Context: an optimization exercise on an open-source flow, tuned for small area, a short achievable clock period and few clock cycles per item. The choices shown serve that exercise and are no tape-out recipe.
Where RTL was checked, it was by simulation tests only, not by an equivalence proof against the original.

// rake_choose
module rake_choose (
    input  wire         clk,
    input  wire         rst,
    input  wire         start,
    input  wire [2:0]   shape_w1,       
    input  wire [2:0]   shape_h1,       
    input  wire [2:0]   policy,
    input  wire [7:0]   cw_kw,          
    input  wire [7:0]   cw_kt,
    input  wire [7:0]   cw_kd,
    input  wire [7:0]   cw_ks,
    input  wire [9:0]   cw_kh,
    input  wire [7:0]   temp_base,      
    input  wire [7:0]   temp_limit,     
    input  wire [30:0]  bucket_size,    
    input  wire         force_place,
    input  wire         carry,
    input  wire [63:0]  exclude,
    input  wire [7:0]   ent_valid,
    input  wire [47:0]  ent_member,     
    input  wire [31:0]  ent_weight,     
    input  wire [47:0]  ent_router,     
    output reg  [5:0]   mem_addr,
    input  wire [82:0]  mem_data,
    output reg          done,
    output reg  [1:0]   status,         
    output wire [5:0]   anchor,
    output wire [31:0]  cost,
    output wire         hit,
    output reg  [6:0]   eligible
);
    localparam [1:0] ST_OK = 2'd0, ST_NO_ROOM = 2'd1, ST_WEAR_BUDGET = 2'd2;
    localparam PASS_TOKENS = 6144;
    localparam [1:0] S_IDLE = 2'd0, S_P1 = 2'd1, S_P1E = 2'd2, S_P2 = 2'd3;
    reg [1:0] state;
    reg [7:0] kw, kt, kd, ks;
    reg [9:0] kh;
    always @(*) begin
        case (policy)
            3'd1:    begin kw = 8'd16; kt = 8'd2;  kd = 8'd2;  ks = 8'd16; kh = 10'd256;  end
            3'd2:    begin kw = 8'd1;  kt = 8'd1;  kd = 8'd32; ks = 8'd16; kh = 10'd1023; end
            3'd3:    begin kw = 8'd2;  kt = 8'd16; kd = 8'd4;  ks = 8'd16; kh = 10'd1023; end
            3'd4:    begin kw = 8'd0;  kt = 8'd0;  kd = 8'd0;  ks = 8'd0;  kh = 10'd0;    end
            3'd5:    begin kw = cw_kw; kt = cw_kt; kd = cw_kd; ks = cw_ks; kh = cw_kh;    end
            default: begin kw = 8'd4;  kt = 8'd2;  kd = 8'd8;  ks = 8'd16; kh = 10'd1023; end
        endcase
    end
    wire [31:0] d_wear      = mem_data[31:0];
  ...
Settings: LEC_CHECK=0, CAP_MARGIN=20, CORE_MARGIN=2, CORE_UTILIZATION=65, PLACE_DENSITY=0.75, SLEW_MARGIN=20; clock period 20.0 ns.
run.sh (not shown) runs the stock make flow with config.mk's settings and CLKGATE_MAP_FILE= SYNTH_SCRIPT=/design/flow/synth_recipe.tcl, a recipe that flattens the netlist after the stock synthesis.
Testbench counts at the start, summed over its fixed seeds: cycles 78,984, decisions 384.
Then changed:
- CORE_UTILIZATION: 65 -> 40
- PLACE_DENSITY: 0.75 -> 0.6
The changed run ran to the end with no violations. Clock skew rises by 0.064 ns. Non-clock buffer count rises by 3. Cell area rises by 1.9%. Register-to-register slack is worse by 0.46 ns. Cell count rises by 9.9%. Global-route usage falls by 12 points.

* * *

## before
Another version of the RTL of rake_choose (not shown whole).
Size in the first run: roughly 4600 cells after synthesis, about 450 flip-flops, roughly 440 I/O pins.
export LEC_CHECK = 0
export CAP_MARGIN = 20
export CORE_MARGIN = 2
export CORE_UTILIZATION = 78
export PLACE_DENSITY = 0.88
export SLEW_MARGIN = 20
create_clock -name core_clock -period 20.0 [get_ports {clk}]
For before, the flow was terminated by a tool error in global routing (5_1_grt) and produced no final design.
Testbench counts of before, summed over its fixed seeds: cycles 79,350, decisions 384.
> inputs changed (before -> after)
Settings: CORE_UTILIZATION: 78 -> 65; PLACE_DENSITY: 0.88 -> 0.75.
[summary]
- Among after and before, a clean, completed layout was produced by after alone.
- Stage in which a tool error killed before: global routing (5_1_grt).
- Min starting utilization of the core area across after and before: after
- The number of different library cells in the post-synthesis netlist on before is in line with that on after.
- Taking before as the reference, in after post-detailed-placement cell area went up, overall die height saw an increase.
- Compared to before, after has number of placement rows 9 higher.
- Looking at number of cells after detailed placement, after sits 125 above before.
- Higher die span in x among after and before: after

* * *

Setup of amber:
rake_choose, a different RTL version from the one above (not shown whole).
Size: ~450 flip-flops, ~440 I/O pins.
export LEC_CHECK = 0
export CAP_MARGIN = 20
export CORE_MARGIN = 2
export CORE_UTILIZATION = 70
export PLACE_DENSITY = 0.8
export SLEW_MARGIN = 20
create_clock -name core_clock -period 20.0 [get_ports {clk}]
standard.sh (not shown) runs the stock make flow with config.mk's settings and CLKGATE_MAP_FILE= SYNTH_SCRIPT=/design/flow/synth_recipe.tcl, a recipe that flattens the netlist after the stock synthesis.
==> flow/flow/run.sh <==
#!/bin/bash
# The standard layout (standard synthesis, floorplan, placement, CTS, routing),
# with one change: the buffers that global placement puts on every input and output
# port are sky130_fd_sc_hd__buf_1 instead of the delay buffer ORFS picks by default.
set -euo pipefail
bash standard.sh BUFFER_PORTS_ARGS="-buffer_cell sky130_fd_sc_hd__buf_1" finish > standard.log 2>&1
amber did not stop at any stage, and its layout met the timing, design-rule and antenna checks.
The following lists how tundra was set up differently from amber:
- PLACE_DENSITY now 0.75, was 0.8
- CORE_UTILIZATION now 65, was 70
Notes after the runs:
Compared to amber, tundra has maximum achievable frequency about 4.6% higher.
Relative to amber, longest individual stage delay on the worst path increased by 0.10 ns in tundra.
Clock input transition at the sequential cells of the worst setup and hold paths across tundra and amber: no real change.
Function was not checked in any run of this note: the RTL went through the layout flow alone.

[separate check: timing with driven ports]
The results above use ideal ports. As a check the final layouts listed here were re-extracted and re-timed, cells and wires unchanged. Step 1: set_driving_cell puts a clkbuf_16 on clk and a buf_2 on each other input, an assumption about the parent block. Step 2, shift: input delay + t, output delay - t, t = (earliest + latest rising clock arrival at the registers) / 2. This alone moves slack from input paths to output paths. a / b / c = ideal / step 1 / step 2; a / b = the first two.
run	shift t [ns]	setup slack, ns	worst setup path after step 2	slew at the worst register clock pin (ns)	worst slew at a driven data input, ns
the first run of note 1	0.648	9.146 / 9.146 / 9.146	register to register	0.07 / 0.07	0.14
the second run of note 1	0.693	8.682 / 8.682 / 8.682	register to register	0.07 / 0.07	0.13
after	0.659	11.975 / 11.975 / 11.485	input to register	0.07 / 0.07	0.13
amber	0.671	11.468 / 11.468 / 11.468	register to register	0.07 / 0.07	0.14
tundra	0.669	11.842 / 11.842 / 11.676	input to register	0.08 / 0.08	0.15
After both steps every run listed still meets setup and hold. The setup slack of after, which loses most, moves by 0.000 ns with the drivers and by -0.490 ns with both steps.
